This design comes from an exercise in tuning for small area, a short achievable clock period and few clock cycles per item on the open sky130 flow, not from production work.
The RTL was checked by simulation tests, not by an equivalence proof against the original design.

### flow/design.v
module tau_arith (
    input  wire        clk,
    input  wire        rst,           
    input  wire        in_valid,
    output wire        in_ready,
    input  wire        in_fn,         
    input  wire [63:0] in_a,
    input  wire [63:0] in_b,
    output reg         out_valid,
    output reg  [63:0] out_result,
    output reg         out_range
);
    localparam [31:0] NS_PER_SEC = 32'd1_000_000_000;
    localparam [24:0] D5         = 25'd1_953_125;           
    reg        s1_v;
    reg        s1_fn;
    reg        s1_rng;            
    reg        s1_neg;            
    reg  [4:0] s1_kf;             
    reg [31:0] s1_ahi;            
    reg [31:0] s1_d;              
    reg [31:0] s1_bhi;            
    reg [31:0] s1_xlo;            
    reg [29:0] s1_alo;            
    reg        busy;              
    reg  [3:0] cnt;               
    reg        neg;               
    reg [35:0] dq;                
    wire last = (cnt == 4'd1);
    assign in_ready = busy ? last : !(s1_v && !s1_fn && !s1_rng);
    wire        in_abad = (in_a[31:0] >= NS_PER_SEC);
    wire        in_bbad = (in_b[31:0] >= NS_PER_SEC);
    wire [31:0] in_d    = in_a[63:32] - in_b[63:32];
    wire        in_c30  = ({1'b0, in_b[29:0]} + {1'b0, in_a[29:0]}) >> 30;
    wire        in_tneg = in_b[63] & ~(&in_b[62:30] & in_c30);
    wire [63:0] in_bx   = in_b ^ {64{in_tneg}};
    always @(posedge clk) begin
        s1_fn  <= in_fn;
        s1_rng <= in_abad | (in_fn & in_bbad);
        s1_neg <= ~in_fn & in_tneg;
        s1_kf[0] <= in_fn | in_tneg;
        s1_kf[1] <= ~in_fn & in_tneg;
        s1_kf[2] <= in_fn ? ~in_d[31] : in_tneg;
        s1_kf[3] <= in_fn ? in_d[31] : ~in_tneg;
        s1_kf[4] <= in_fn & in_d[31];
        s1_ahi <= in_a[63:32];
        s1_d   <= in_fn ? in_d : 32'd0;
        s1_bhi <= in_fn ? 32'd0 : in_bx[63:32];
        s1_xlo <= in_fn ? ~in_b[31:0] : in_bx[31:0];
        s1_alo <= in_a[29:0] ^ {30{~in_fn & in_tneg}};
        if (rst)
            s1_v <= 1'b0;
        else
            s1_v <= in_valid & in_ready;
    end
    wire [31:0] du = s1_d;
    wire [31:0] dn = ~s1_d;
    wire [63:0] kc = {1'b1, ~s1_kf[4], 1'b1, 1'b1, 1'b1, s1_kf[4], 1'b1, 1'b1,
                       s1_kf[4], 1'b1, ~s1_kf[4], 1'b1, 1'b1, s1_kf[4], 1'b1, s1_kf[4],
                       1'b1, s1_kf[3], s1_kf[0], s1_kf[0], s1_kf[2], s1_kf[0], s1_kf[2], s1_kf[0],
                       s1_kf[0], s1_kf[0], s1_kf[0], s1_kf[0], s1_kf[0], s1_kf[0], s1_kf[0], s1_kf[0],
                       s1_kf[1], s1_kf[1], 1'b0, 1'b0, 1'b0, 1'b1, 1'b0, 1'b0,
                       1'b1, 1'b0, 1'b0, 1'b0, 1'b0, 1'b1, 1'b0, 1'b1,
                       1'b0, 1'b1, 1'b0, 1'b0, 1'b0, 1'b0, 1'b0, 1'b0,
                       1'b0, 1'b0, 1'b0, 1'b0, 1'b0, 1'b0, 1'b0, s1_kf[0]};
    wire [63:0] sum  = kc + {s1_bhi, s1_xlo} + {34'd0, s1_alo}
        + {23'd0, du, 9'd0} + {21'd0, du, 11'd0} + {18'd0, dn, 14'd0}
        + {16'd0, dn, 16'd0} + {14'd0, dn, 18'd0} + {11'd0, du, 21'd0}
        + {9'd0, dn, 23'd0}  + {6'd0, dn, 26'd0}  + {2'd0, du, 30'd0};
    wire [54:0] u_v     = sum[63:9];
    wire        m_one   = (&s1_bhi) | ~(|s1_bhi) ;                    
    wire        m_three = (&s1_bhi[31:8]) | ~(|s1_bhi[31:8]);        
    reg  [20:0] r_init;
    reg  [35:0] dq_init;
    reg  [3:0]  cnt_init;
    always @(*) begin
        if (m_one && (s1_bhi[0] == s1_xlo[31])) begin
            r_init   = {1'b0, u_v[23:4]};
            dq_init  = {u_v[3:0], 32'd0};
            cnt_init = 4'd1;
        end else if (m_three) begin
            r_init   = {1'b0, u_v[31:12]};
            dq_init  = {u_v[11:0], 24'd0};
            cnt_init = 4'd3;
        end else begin
            r_init   = {2'b0, u_v[54:36]};
            dq_init  = u_v[35:0];
            cnt_init = 4'd9;
        end
    end
    wire [20:0] rem  = out_result[29:9];
    wire [24:0] rp   = {rem, dq[35:32]};
    wire        fneg = neg & last;   
    wire [16:0] ge;
    genvar gi;
    assign ge[0]  = 1'b1;
    assign ge[16] = 1'b0;
    generate
        for (gi = 1; gi < 16; gi = gi + 1) begin : g_cmp
            assign ge[gi] = (rp >= gi * D5);
        end
    endgenerate
    wire [15:0] sel = ge[15:0] & ~ge[16:1];
    reg [3:0]  d;
    reg [24:0] k, kp, kn;
    integer j;
    always @(*) begin
        d = 4'd0;
        k = 25'd0;
        for (j = 0; j < 16; j = j + 1) begin
            case (j)
                4'd0: begin kp = 25'd0; kn = 25'd1953125; end
                4'd1: begin kp = 25'd31601307; kn = 25'd3906250; end
                4'd2: begin kp = 25'd29648182; kn = 25'd5859375; end
                4'd3: begin kp = 25'd27695057; kn = 25'd7812500; end
                4'd4: begin kp = 25'd25741932; kn = 25'd9765625; end
                4'd5: begin kp = 25'd23788807; kn = 25'd11718750; end
                4'd6: begin kp = 25'd21835682; kn = 25'd13671875; end
                4'd7: begin kp = 25'd19882557; kn = 25'd15625000; end
                4'd8: begin kp = 25'd17929432; kn = 25'd17578125; end
                4'd9: begin kp = 25'd15976307; kn = 25'd19531250; end
                4'd10: begin kp = 25'd14023182; kn = 25'd21484375; end
                4'd11: begin kp = 25'd12070057; kn = 25'd23437500; end
                4'd12: begin kp = 25'd10116932; kn = 25'd25390625; end
                4'd13: begin kp = 25'd8163807; kn = 25'd27343750; end
                4'd14: begin kp = 25'd6210682; kn = 25'd29296875; end
                4'd15: begin kp = 25'd4257557; kn = 25'd31250000; end
                default: begin kp = 25'd0; kn = 25'd0; end
            endcase
            if (sel[j]) begin
                d = d | j[3:0];
                k = k | (fneg ? kn : kp);
            end
        end
    end
    wire [20:0] r_step = (rp[20:0] ^ {21{fneg}}) + k[20:0];
    wire [31:0] sec_b = out_result[63:32];
    wire [31:0] sec_v = sec_b + ({dq[27:0], d} ^ {32{neg}});
    always @(posedge clk) begin
        if (rst) begin
            busy      <= 1'b0;
            out_valid <= 1'b0;
        end else if (busy) begin
            dq  <= {dq[31:0], d};
            cnt <= cnt - 4'd1;
            out_result[29:9] <= r_step;
            if (last) begin
                busy      <= 1'b0;
                out_valid <= 1'b1;
                out_range <= 1'b0;
                out_result[63:32] <= sec_v;
            end else begin
                out_valid <= 1'b0;
            end
        end else if (s1_v) begin
            if (s1_rng) begin
                out_valid  <= 1'b1;
                out_result <= 64'd0;
                out_range  <= 1'b1;
            end else if (s1_fn) begin
                out_valid  <= 1'b1;
                out_result <= sum;
                out_range  <= 1'b0;
            end else begin
                out_valid  <= 1'b0;
                busy       <= 1'b1;
                neg        <= s1_neg;
                cnt        <= cnt_init;
                dq         <= dq_init;
                out_result <= {s1_ahi, 2'b00, r_init, sum[8:0] ^ {9{s1_neg}}};
            end
        end else begin
            out_valid <= 1'b0;
        end
    end
endmodule
### flow/run.sh
#!/bin/bash
# synth_recipe.tcl (not shown) runs the flow's synth.tcl, then flattens the netlist and writes it again
# the make line also repeats each setting of config.mk as NAME=value (left out here)
make -C /OpenROAD-flow-scripts/flow DESIGN_CONFIG=/design/flow/config.mk WORK_HOME=/design/flow/orfs CLKGATE_MAP_FILE= SYNTH_SCRIPT=/design/flow/synth_recipe.tcl finish
### flow/config.mk
export PLATFORM = sky130hd
export DESIGN_NAME = tau_arith
export DESIGN_NICKNAME = tau_arith
export VERILOG_FILES = /design/flow/design.v
export SDC_FILE = /design/flow/constraint.sdc
export NUM_CORES = 4
export LEC_CHECK = 0
export CAP_MARGIN = 20
export CORE_MARGIN = 2
export CORE_UTILIZATION = 40
export SLEW_MARGIN = 20
### flow/constraint.sdc
create_clock -name core_clock -period 14.0 [get_ports {clk}]
set_input_delay 2.8000 -clock core_clock [delete_from_list [all_inputs] [get_ports {clk}]]
set_output_delay 2.8000 -clock core_clock [all_outputs]
set_load 0.01 [all_outputs]
==> run summary <==
[flip-flops by register name, indices dropped and copies added, names as in the netlist, 4 cells and up]
signal	cells
cnt	4
dq	36
out_result	64
s1_ahi	32
s1_alo	30
s1_bhi	32
s1_d	32
s1_kf	5
s1_xlo	32
[cell families (layout without fill, tap and decap cells)]
kind of cell	Yosys count	count (layout)	share of synthesized area (%)
compound gates	748	748	17.29
simple gates	735	735	12.54
fa+ha+maj	600	600	33.04
buf+inv	429	590	5.721
xor+xnor	284	284	8.532
flops	274	274	22.45
mux	12	12	0.4249
[layout by cell type (no fill, tap or decap), drive strengths merged, types with 13 or more instances in the layout]
master         Yosys  layout
edfxtp           106     106
nor2             204     204
a22o              21      21
o211ai            20      20
nand2b            22      22
nand2            169     169
nor2b             25      25
xnor2            206     206
clkinv             2      15
a211oi            22      22
a31o              18      18
o21bai            17      17
a21o              94      94
or3               13      13
clkbuf            74      38
or2               21      21
a21oi            181     181
nand4             50      50
a22oi             32      32
o221ai            15      15
nor3              55      55
ha               317     317
xor2              78      78
nor4              24      24
clkdlybuf4s50      0     198
nand3             54      54
o31ai             17      17
and2              26      26
and3              17      17
buf               46      23
o21ai            143     143
dfxtp            168     168
o21a              26      26
fa               283     283
a31oi             26      26
inv              307     313
[stage by stage]
step                instances  hold WS [ns]
floorplan                3082        0.4673
finish                   4193        0.5376
global placement         4132        0.5087
CTS                      4192        0.5358
global route             4193        0.5348
detailed placement       4132        0.5164
[layout make-up]
type	count	area, µm²
timing repair buffer	221	2175
clock buffer	38	875.8
tap	950	1189
clock inverter	22	200.2
sequential	274	6550
fill	6893	38720
multi-input combinational	2379	20990
inverter	309	1160
[how the worst min path moves through the flow]
stage | startpoint | end | slack (ns) | cells past startpoint
2_1_floorplan | s1_ahi[21]$_DFF_P_ | out_result[53]$_DFFE_PP_ | 0.47 | 2
3_3_place_gp | dq[28]$_DFFE_PP_ | dq[32]$_DFFE_PP_ | 0.51 | 1
3_5_place_dp | dq[28]$_DFFE_PP_ | dq[32]$_DFFE_PP_ | 0.52 | 1
4_1_cts | dq[28]$_DFFE_PP_ | dq[32]$_DFFE_PP_ | 0.54 | 1
5_1_grt | dq[28]$_DFFE_PP_ | dq[32]$_DFFE_PP_ | 0.53 | 1
6_report | s1_ahi[29]$_DFF_P_ | out_result[61]$_DFFE_PP_ | 0.54 | 2
[synth_stat cells, types with 12 or more instances]
| cell type | count |
|---|---|
| or2_2 | 18 |
| nand2b_1 | 22 |
| o221ai_1 | 15 |
| a21o_1 | 94 |
| o21a_1 | 26 |
| ha_1 | 317 |
| nor2b_1 | 25 |
| xnor2_1 | 206 |
| nor4_1 | 24 |
| and2_1 | 26 |
| o22ai_1 | 12 |
| a31oi_1 | 25 |
| nand3_1 | 54 |
| and3_1 | 17 |
| nand4_1 | 49 |
| a22o_1 | 21 |
| nor2_1 | 204 |
| clkbuf_1 | 74 |
| a21oi_1 | 181 |
| nand2_1 | 169 |
| nor3_1 | 54 |
| a31o_2 | 17 |
| inv_1 | 307 |
| xor2_1 | 78 |
| buf_2 | 31 |
| a211oi_1 | 21 |
| or3_1 | 13 |
| o21bai_1 | 17 |
| o21ai_1 | 17 |
| o21ai_0 | 125 |
| buf_1 | 12 |
| o211ai_1 | 20 |
| edfxtp_1 | 106 |
| o31ai_1 | 17 |
| dfxtp_1 | 168 |
| a22oi_1 | 32 |
| fa_1 | 283 |
[critical path, cell delays in order (launching register included)]
cell and delay (ns):
edfxtp_1 0.83, nand3b_1 0.27, a211oi_1 0.29, or4_1 0.17, a211o_1 0.43, or3b_1 0.41
nand2_1 0.14, nor2_1 0.21, nor4b_1 0.81, xnor2_1 0.15, ha_1 0.26, a211oi_1 0.34
o211ai_1 0.18, a2111oi_0 0.43, nor3_1 0.23, a311oi_2 0.57, o21ai_1 0.16, a2111oi_0 0.45
nor3_1 0.12, xnor2_1 0.30, o21ai_1 0.09
[layer usage]
metal	up-vias	wire length, µm	GRT usage, %
li1	11146	-	-
met1	11534	41030	33.39
met2	1021	45150	43.02
met3	267	6811	4.300
met4	2	5213	11.83
met5	-	12	0
==> reports/results.tsv <==
stage	metric	value	unit
synthesis	synth_nets	3814	
synthesis	yosysTopAreaCellShare	19.43	%
worst_setup_path	r2r-start	out_result[14]$_DFFE_PP_	
clock_network	cts_sinks	274	
drt	drt-total-wl	98220	µm
clock_network	cts_max_level	2	
sta	layout_min_cycle_time	7.136	ns
finish	fin_util	46.11	%
flow_run	cap_violations	0	
worst_setup_path	r2r_setup_slack	6.86	ns
clock_network	holdBufCountCts	0	
global_routing	grt_use_total	26.03	%
drt	num_vias	23970	
global_routing	grt.overflow.total	0	
floorplanning	io_pins	199	
worst_setup_path	critPathKind	reg2reg	
global_routing	grt_start_max_net_pins	61	
clock_network	ctsResizeCount	0	
global_routing	grt_pass1_vias	24253	
clock_network	path_clk_slew	0.07	ns
floorplanning	initial_core_util	40.57	%
worst_setup_path	crit_path_end_kind	register	
clock_network	cts_root_buffer	clkbuf_16	
synthesis	seq_area_frac_synth	22.45	%
floorplanning	fp.dieH	274.0	µm
finish	drive_above_1_share	4.286	%
finish	final_area	0.03313	mm²
clock_network	cts_tree	done	
synthesis	synth_area_leaders	fa_1 19%, ha_1 14%, dfxtp_1 12%	
sta	rsz0062_at_grt	false	
sta	finalSetupViolations	0	
drt	ant_nets	0	
worst_setup_path	startpoint_type	register	
synthesis	ys.flop_type	dfxtp_1	
drt	drt-wirelength-per-cell	23.42	µm
worst_setup_path	startpoint	out_result[14]$_DFFE_PP_	
worst_setup_path	crit_path_max_fanout	18	
synthesis	syn_inst	3082	
floorplanning	coreArea	0.07185	mm²
sta	tightest_slew	1.091	ns
place	place_congestion	0.9751	
sta	max_slew_margin	26.75	%
sta	fin_skew	0.03835	ns
synthesis	synthesis.area	0.02915	mm²
worst_setup_path	reg2reg_depth	20	
status	status	complete, no violations	
clock_network	clk_latency	0.56	ns
sta	hold_viol	0	
worst_setup_path	cp.arrival	7.43	ns
finish	area_growth	13.65	%
global_routing	antenna_found_initial	3	
sta	fmax	0.1401	GHz
place	portBuffers	198	
worst_hold_path	hp-class	reg2reg	
place	hpwl	80530	µm
synthesis	syn_avg_cell_area	9.460	µm²
sta	setup_ws	6.864	ns
synthesis	async_flop_share	0	%
place	dp_slack	7.098	ns
floorplanning	die_width	274.0	µm
clock_network	cts-buffers-inserted	34	
clock_network	cts_buffer_depth	3	
synthesis	synthDistinctLibCells	96	
sta	period_share	50.97	%
clock_network	cts_setup_buffers	0	
drt	drt_iter0_markers	2134	
floorplanning	die_area	0.07506	mm²
synthesis	synth_top_area_cell	fa_1	
synthesis	synth_seq_cells	274	
drt	drc	0	
finish	fin_nets	3951	
worst_setup_path	timing.rr.end	out_result[51]$_DFFE_PP_	
global_routing	grt_first_pass_wirelength	148800	µm
sta	setup_tns	0	ns
sta	slew_violations	0	
finish	antenna_cells	0	
synthesis	yosys_warnings	1	
floorplanning	rows	98	
worst_setup_path	crit_end	out_result[51]$_DFFE_PP_	
synthesis	synth_edf_count	106	
place	postPlaceCellArea	0.03203	mm²
drt	viasPerCell	5.717	
worst_setup_path	cp_data_required_time	14.29	ns
drt	first_pass_iters	6	
Testbench counts, summed over its fixed seeds: cycles 44,315, items 16,000.

## separate check: timing with driven ports
The results above use ideal ports. As a check the final layout listed here was re-extracted and re-timed, cells and wires unchanged.
Step 1: set_driving_cell puts a clkbuf_16 on clk and a buf_2 on each other input, an assumption about the parent block.
Step 2 adds t to the input delays and takes it off the output delays; t is the mean of the earliest and latest rising clock arrival at the registers after step 1. Input paths then give back, and output paths get back, about the clock's delay inside the block.
Slacks: no drivers / after step 1 / after step 2; pairs: no drivers / after step 1.
t, ns: 0.607
slack for setup (ns): 6.864 / 6.864 / 6.864
worst hold slack (ns): 0.538 / 0.538 / 0.538
worst setup path after step 2: register to register
After both steps setup and hold are still met in this run. For this run, drivers alone change the setup slack by 0.000 ns; drivers and shift together by 0.000 ns.
